Source: an optimization exercise on an open RTL-to-GDS flow (aim: small area, a short achievable clock period and few clock cycles). Production flows keep margins and buffers that such runs may drop. Function was checked by simulation only, so behaviour that the tests miss may differ from the original. Power and IR drop assume default switching activity.

$ cat flow/run.sh
#!/bin/bash
# synth_recipe.tcl (not shown) runs the flow's synth.tcl, then flattens the netlist and writes it again
# the make line also repeats each setting of config.mk as NAME=value (left out here)
make -C /OpenROAD-flow-scripts/flow DESIGN_CONFIG=/design/flow/config.mk WORK_HOME=/design/flow/orfs CLKGATE_MAP_FILE= SYNTH_SCRIPT=/design/flow/synth_recipe.tcl finish
$ cat flow/design.v
module chk_unit (
    input  wire        clk,
    input  wire        rst,
    input  wire        cfg_enable,
    input  wire        cfg_restart,
    input  wire [6:0]  cfg_width,       
    input  wire [63:0] cfg_poly,
    input  wire [63:0] cfg_init,
    input  wire [63:0] cfg_xorout,
    input  wire        cfg_refin,
    input  wire        cfg_refout,
    input  wire [1:0]  cfg_mode,        
    input  wire        cfg_scope,       
    input  wire [1:0]  cfg_fold_mode,   
    input  wire [63:0] cfg_fold_tag,
    input  wire [63:0] cfg_expect,
    input  wire        clr_mismatch_hist,
    input  wire        in_valid,
    output wire        in_ready,
    input  wire [7:0]  in_data,
    input  wire        in_first,
    input  wire        in_last,
    input  wire [63:0] in_tag,
    output reg         item_done,
    output reg  [63:0] result,
    output reg         st_enabled,
    output reg         st_mismatch,
    output reg         st_mismatch_hist,
    output reg  [31:0] items,
    output reg  [31:0] mismatches,
    output reg  [63:0] last_bad
);
    localparam S_IDLE = 3'd0;    
    localparam S_STAG = 3'd1;    
    localparam S_WAIT = 3'd2;    
    localparam S_TAG  = 3'd3;    
    localparam S_DATA = 3'd4;    
    localparam S_FIN  = 3'd5;    
    reg  [2:0]  state;
    reg  [2:0]  tag_cnt;
    reg         mid;             
    reg  [6:0]  s_width;
    reg  [63:0] s_poly;
    reg  [63:0] s_xorout;
    reg         s_refin;
    reg         s_refout;
    reg  [1:0]  s_mode;
    reg  [1:0]  s_fold;
    reg         s_scope;
    reg  [63:0] s_tag;
    reg  [63:0] s_expect;
    reg  [63:0] crc;             
    reg  [31:0] hold;            
    reg  [2:0]  held;
    wire start  = cfg_enable & (cfg_restart | ~st_enabled);
    assign in_ready = (state == S_IDLE) | (state == S_DATA) | ((state == S_WAIT) & mid);
    wire accept = in_valid & in_ready;
    reg  [7:0]  step_byte;
    reg  [63:0] step_out;
    reg  [63:0] mask;
    reg  [7:0]  fb;
    reg         top;
    integer     i;
    always @* begin
        if (s_width == 7'd64)
            mask = {64{1'b1}};
        else
            mask = ({63'd0, 1'b1} << s_width) - 64'd1;
    end
    always @* begin
        if (s_refin)
            for (i = 0; i < 8; i = i + 1) fb[i] = step_byte[7 - i];
        else
            fb = step_byte;
        step_out = crc;
        for (i = 7; i >= 0; i = i - 1) begin
            top      = step_out[s_width - 7'd1];
            step_out = (step_out << 1) & mask;
            if (top ^ fb[i])
                step_out = step_out ^ s_poly;
        end
    end
    wire [2:0]  nbytes  = s_width[5:3];                
    wire [5:0]  old_pos = 6'd32 - {nbytes, 3'b000};   
    wire [31:0] hold_nx = {in_data, hold[31:8]};
    wire [7:0]  hold_old = hold[old_pos +: 8];
    wire        hold_full = (held == nbytes);
    always @* begin
        case (state)
            S_STAG, S_TAG: step_byte = s_tag[{tag_cnt, 3'b000} +: 8];
            default:       step_byte = (s_mode == 2'd2) ? hold_old : in_data;
        endcase
    end
    reg  [63:0] rev;
    reg  [63:0] final_val;
    always @* begin
        for (i = 0; i < 64; i = i + 1) rev[i] = crc[63 - i];
        if (s_refout)
            final_val = (rev >> (7'd64 - s_width)) ^ s_xorout;
        else
            final_val = crc ^ s_xorout;
        final_val = final_val & mask;
    end
    wire [63:0] trailer  = {32'd0, hold >> old_pos};
    wire [63:0] expected = (s_mode == 2'd2) ? trailer : s_expect;
    wire        compared = (s_mode != 2'd0);
    wire        bad      = compared & (final_val != expected);
    wire [31:0] items_inc = (items == 32'hFFFF_FFFF) ? items : items + 32'd1;
    always @(posedge clk) begin
        if (rst) begin
            state            <= S_IDLE;
            tag_cnt          <= 3'd0;
            mid              <= 1'b0;
            s_width          <= 7'd32;
            s_poly           <= 64'd0;
            s_xorout         <= 64'd0;
            s_refin          <= 1'b0;
            s_refout         <= 1'b0;
            s_mode           <= 2'd0;
            s_fold           <= 2'd0;
            s_scope          <= 1'b0;
            s_tag            <= 64'd0;
            s_expect         <= 64'd0;
            crc              <= 64'd0;
            hold             <= 32'd0;
            held             <= 3'd0;
            item_done        <= 1'b0;
            result           <= 64'd0;
            st_enabled       <= 1'b0;
            st_mismatch      <= 1'b0;
            st_mismatch_hist <= 1'b0;
            items            <= 32'd0;
            mismatches       <= 32'd0;
            last_bad         <= 64'd0;
        end else begin
            st_enabled <= cfg_enable;
            item_done  <= 1'b0;
            if (accept)
                mid <= ~in_last;
            if (clr_mismatch_hist)
                st_mismatch_hist <= 1'b0;
            case (state)
                S_STAG: begin
                    crc     <= step_out;
                    tag_cnt <= tag_cnt + 3'd1;
                    if (tag_cnt == 3'd7)
                        state <= S_WAIT;
                end
                S_WAIT: begin
                    if (in_valid & in_first & ~mid) begin
                        s_width  <= cfg_width;
                        s_poly   <= cfg_poly;
                        s_xorout <= cfg_xorout;
                        s_refin  <= cfg_refin;
                        s_refout <= cfg_refout;
                        s_mode   <= cfg_mode;
                        s_fold   <= cfg_fold_mode;
                        s_expect <= cfg_expect;
                        held     <= 3'd0;
                        if (!s_scope) begin
                            crc <= cfg_init;
                            s_tag <= (cfg_fold_mode == 2'd2) ? in_tag : cfg_fold_tag;
                        end
                        tag_cnt <= 3'd0;
                        if (!s_scope && cfg_fold_mode != 2'd0)
                            state <= S_TAG;
                        else
                            state <= S_DATA;
                    end
                end
                S_TAG: begin
                    crc     <= step_out;
                    tag_cnt <= tag_cnt + 3'd1;
                    if (tag_cnt == 3'd7)
                        state <= S_DATA;
                end
                S_DATA: begin
                    if (accept) begin
                        if (s_mode == 2'd2) begin
                            hold <= hold_nx;
                            if (hold_full)
                                crc <= step_out;
                            else
                                held <= held + 3'd1;
                        end else begin
                            crc <= step_out;
                        end
                        if (in_last)
                            state <= S_FIN;
                    end
                end
                S_FIN: begin
                    item_done <= 1'b1;
                    result    <= final_val;
                    items     <= items_inc;
                    if (compared)
                        st_mismatch <= bad;
                    if (bad) begin
                        if (mismatches != 32'hFFFF_FFFF)
                            mismatches <= mismatches + 32'd1;
                        if (s_fold == 2'd2)
                            last_bad <= s_tag;
                        else
                            last_bad <= {32'd0, items_inc};
                        st_mismatch_hist <= 1'b1;
                    end
                    state <= S_WAIT;
                end
                default: ;
            endcase
            if (!cfg_enable) begin
                state <= S_IDLE;
            end else if (start) begin
                s_width  <= cfg_width;
                s_poly   <= cfg_poly;
                s_xorout <= cfg_xorout;
                s_refin  <= cfg_refin;
                s_refout <= cfg_refout;
                s_mode   <= cfg_mode;
                s_fold   <= cfg_fold_mode;
                s_scope  <= cfg_scope;
                s_expect <= cfg_expect;
                s_tag    <= cfg_fold_tag;
                crc      <= cfg_init;
                tag_cnt  <= 3'd0;
                items    <= 32'd0;
                if (cfg_scope && cfg_fold_mode == 2'd1)
                    state <= S_STAG;
                else
                    state <= S_WAIT;
            end
        end
    end
endmodule
$ cat flow/constraint.sdc
create_clock -name core_clock -period 25.0 [get_ports {clk}]
set_input_delay 5.0000 -clock core_clock [delete_from_list [all_inputs] [get_ports {clk}]]
set_output_delay 5.0000 -clock core_clock [all_outputs]
set_load 0.01 [all_outputs]
$ cat flow/config.mk
export PLATFORM = sky130hd
export DESIGN_NAME = chk_unit
export DESIGN_NICKNAME = chk_unit
export VERILOG_FILES = /design/flow/design.v
export SDC_FILE = /design/flow/constraint.sdc
export NUM_CORES = 4
export LEC_CHECK = 0
export CAP_MARGIN = 20
export CORE_MARGIN = 2
export CORE_UTILIZATION = 25
export PLACE_DENSITY = 0.35
export SLEW_MARGIN = 20
==> impl_metrics.yaml <==
setup_path:
  cpMostUsedCell: "buf_4"
  max_stage_delay_ns: 0.88
  required_ns: 25.64
  rr_endpoint: "crc[27]$_SDFF_PP0_"
  cp_slowest_cell: "o221ai_4"
  reg2regPathDepth: 67
  critPathLaunchType: "primary input"
  end_kind: "flop"
  cp.arrival_ns: 24.29
  r2r-start: "s_width[0]$_SDFF_PP0_"
  crit_path_max_fanout: 31
  rrSetupSlack_ns: 2.65
  crit_type: "primary input to flop"
layout:
  n_fill_cell: 24690
  layout-drive-gt1-share_pct: 14.22
  nets: 9827
  layout.cells.non_filler: 12530
  area_delta_synth_final_pct: 30.36
  seq_area_mm2: 0.01146
  multi_input_area_mm2: 0.04258
timing:
  fin_crit_ns: 23.65
  hold_viol_final: 0
  maxSlewHeadroom_pct: 17.66
  setup-violations-final: 0
  clock_skew_ns: 0.08953
  tightestPinTransition_ns: 1.235
  slew_viol_final: 0
  max_freq_ghz: 0.04228
  finalCritPeriodShare_pct: 94.61
  rsz0062_at_grt: "false"
  hold_ws_ns: 0.4529
  setup_tns_ns: 0
yosys:
  synth-async-reset-ratio_pct: 0
  ys_seq_elements: 572
  synthCells: 8589
  synth_most_common_cell: "nand2_1"
  syn_area_per_cell_um2: 6.641
  synth_ff_type: "dfxtp_1"
  netlist_area_mm2: 0.05704
  synth_edf_count: 0
  synth.distinct_cells: 122
  synthTopCellsByArea: "dfxtp_1, nand2_1, nor2_1, a21oi_1, xnor2_1"
  synth_seq_area_share_pct: 20.08
  synth_top_cell_by_area: "dfxtp_1"
  syn_nets: 9017
  yosysWarnings: 1
  synth_top_area_share_pct: 20.08
  synth.top_cells.by_count: "nand2_1, nor2_1, a21oi_1"
global_route:
  grt_use_total_pct: 42.15
  grt_antenna_before_repair: 117
  grt_pass1_vias: 69640
  grt_max_degree: 153
  grt_pass1_wl_mm: 662.0
  overflow: 0
power:
  sw_frac_of_total_pct: 52.77
  leakage_nw: 26.59
  ir_drop_uv: 52.66
  powerDensity_mw_per_mm2: 78.29
  power_frac_seq_pct: 17.1
  internal-power_w: 0.002749
  power_frac_comb_pct: 63.0
  p_clk_share_pct: 19.8
  switchingPower_w: 0.003072
placed_design:
  io_buffers: 610
  gp_congestion: 1.052
  hpwl_mm: 400.8
  dpl.cell_count: 12330
clock_network:
  cts_setup_buffers: 0
  clkTransAtPathRegs_ns: 0.07
  cts_inserted_buffers: 77
  clk_latency_ns: 0.80
  cts_resized: 0
  holdBufCountCts: 0
  cts.sink_count: 572
  cts-root-buf: "clkbuf_16"
  htreeDepth: 3
  clockBufferDepth: 3
  cts_tree: "built"
run:
  cap_viol_max_count: 0
route:
  dr.pass1.iters: 8
  wl_mm: 511.5
  drt_iter0_markers: 11610
  viasPerCell: 6.170
  routedWlPerCell_um: 40.81
  ant_nets: 0
  num_vias: 77340
  drc: 0
worst_hold_path:
  hold_end: "s_poly[16]$_SDFF_PP0_"
  holdCritPathClass: "flop to flop"
  hp-start: "s_poly[16]$_SDFF_PP0_"
  whs_path_depth: 2
die:
  fp.dieH_um: 481.7
  start_util_pct: 25.12
  die-area_mm2: 0.2320
  ios: 611
  num_rows: 175
  die_w_um: 481.7
  placeableCoreArea_mm2: 0.2271
run_status:
  outcome: "finished clean"
## cell type report
class	instances	share of cell area (%)
multi-input combinational	7117	57.26
timing repair buffer	1526	18.12
sequential	572	15.41
tap	3009	5.063
clock buffer	110	2.975
inverter	105	0.5334
clock inverter	22	0.3937
antenna	73	0.2457
## critical path, delay by kind of cell
family                 cells  cell delay, ns
AO/OA/AOI/OAI             32           10.54
multiplexers               4            1.27
XOR/XNOR                   3            1.37
buffers and inverters     14            3.65
AND/OR/NAND/NOR            9            2.27
## layer usage
layer / wire, um / vias to the layer above / GRT usage (%)
li1: - / 32460 / -
met5: 332 / - / 0
met4: 29770 / 52 / 22.78
met2: 198200 / 5300 / 56.64
met3: 61500 / 924 / 14.20
met1: 221700 / 38600 / 58.18
## registers in the layout, indices dropped and copies added (netlist names), 64 cells and up
signal / count
result: 64
s_xorout: 64
s_poly: 64
s_expect: 64
last_bad: 64
crc: 64
s_tag: 64
## kinds of logic (layout without fill, tap and decap cells)
family          after synthesis  after routing  share of synthesized area [%]
mux                         260            260                          5.977
simple gates               3772           3772                          28.72
compound gates             2453           2453                          29.06
other cells                   0             73                              0
buf+inv                     900           1763                          6.339
fa+ha+maj                    14             14                         0.3071
flops                       572            572                          20.08
xor+xnor                    618            618                          9.529
## power groups by stage
| stage | Sequential (W) | Combinational, W | Clock, W |
|---|---|---|---|
| floorplan | 0.000993 | 0.00158 | 0 |
| global placement | 0.00101 | 0.00349 | 0 |
| detailed placement | 0.00101 | 0.00346 | 0 |
| CTS | 0.000995 | 0.00348 | 0.00118 |
| global route | 0.000998 | 0.00369 | 0.00121 |
| finish | 0.000997 | 0.00367 | 0.00116 |
## through the flow
step	power [W]	instance area (um^2)	setup slack [ns]	util, %
detailed placement	0.004479	71660	1.266	31.56
CTS	0.005661	74170	1.992	32.66
global route	0.005901	74200	1.222	32.68
global placement	0.004500	71630	1.470	31.55
finish	0.005821	74360	1.347	32.75
floorplan	0.002576	57040	6.209	-
## how the worst max path moves through the flow
stage / endpoint / cells past startpoint / slack [ns] / start
after detailed placement: crc[27]$_SDFF_PP0_ / 65 / 1.27 / in_data[7]
after floorplan: crc[20]$_SDFF_PP0_ / 76 / 6.21 / s_width[0]$_SDFF_PP0_
after global placement: crc[4]$_SDFF_PP0_ / 64 / 1.47 / in_data[7]
after CTS: crc[27]$_SDFF_PP0_ / 65 / 1.99 / in_data[0]
after global routing: crc[27]$_SDFF_PP0_ / 65 / 1.22 / in_data[7]
final: crc[27]$_SDFF_PP0_ / 62 / 1.35 / in_data[0]
## cells in the final DEF (no fill, tap or decap), types with 100 or more instances in the layout
cell type	count
nand3_1	260
o221ai_1	127
and3_1	100
nor2_1	1008
a211oi_1	161
nand2_1	1736
dfxtp_1	569
o21ai_0	307
o22ai_1	119
mux2i_1	150
xor2_1	242
xnor2_1	353
buf_4	876
nor3_1	168
a31oi_1	102
a21oi_1	757
clkdlybuf4s50_1	609
Testbench counts, summed over its fixed seeds: cycles 69,922.

-- static timing again, ports no longer ideal --
No port has a modelled driver above. Below, the same layout with a new extraction and two added sets of constraints. Step 1, drivers: a clkbuf_16 drives clk and a buf_2 each remaining input, both assumed. Step 2, shift: input delay + t, output delay - t, t = (earliest + latest rising clock arrival at the registers) / 2. This alone moves slack from input paths to output paths. a / b / c = ideal / step 1 / step 2; a / b = the first two.
t (ns): 0.864
setup slack, ns: 1.347 / 1.429 / 0.565
latest minus earliest clock arrival (ns): 0.090 / 0.090
worst register clock-pin slew, ns: 0.07 / 0.07
After both steps setup and hold are still met in this run. The setup slack of this run moves by +0.082 ns with the drivers and by -0.782 ns with both steps.
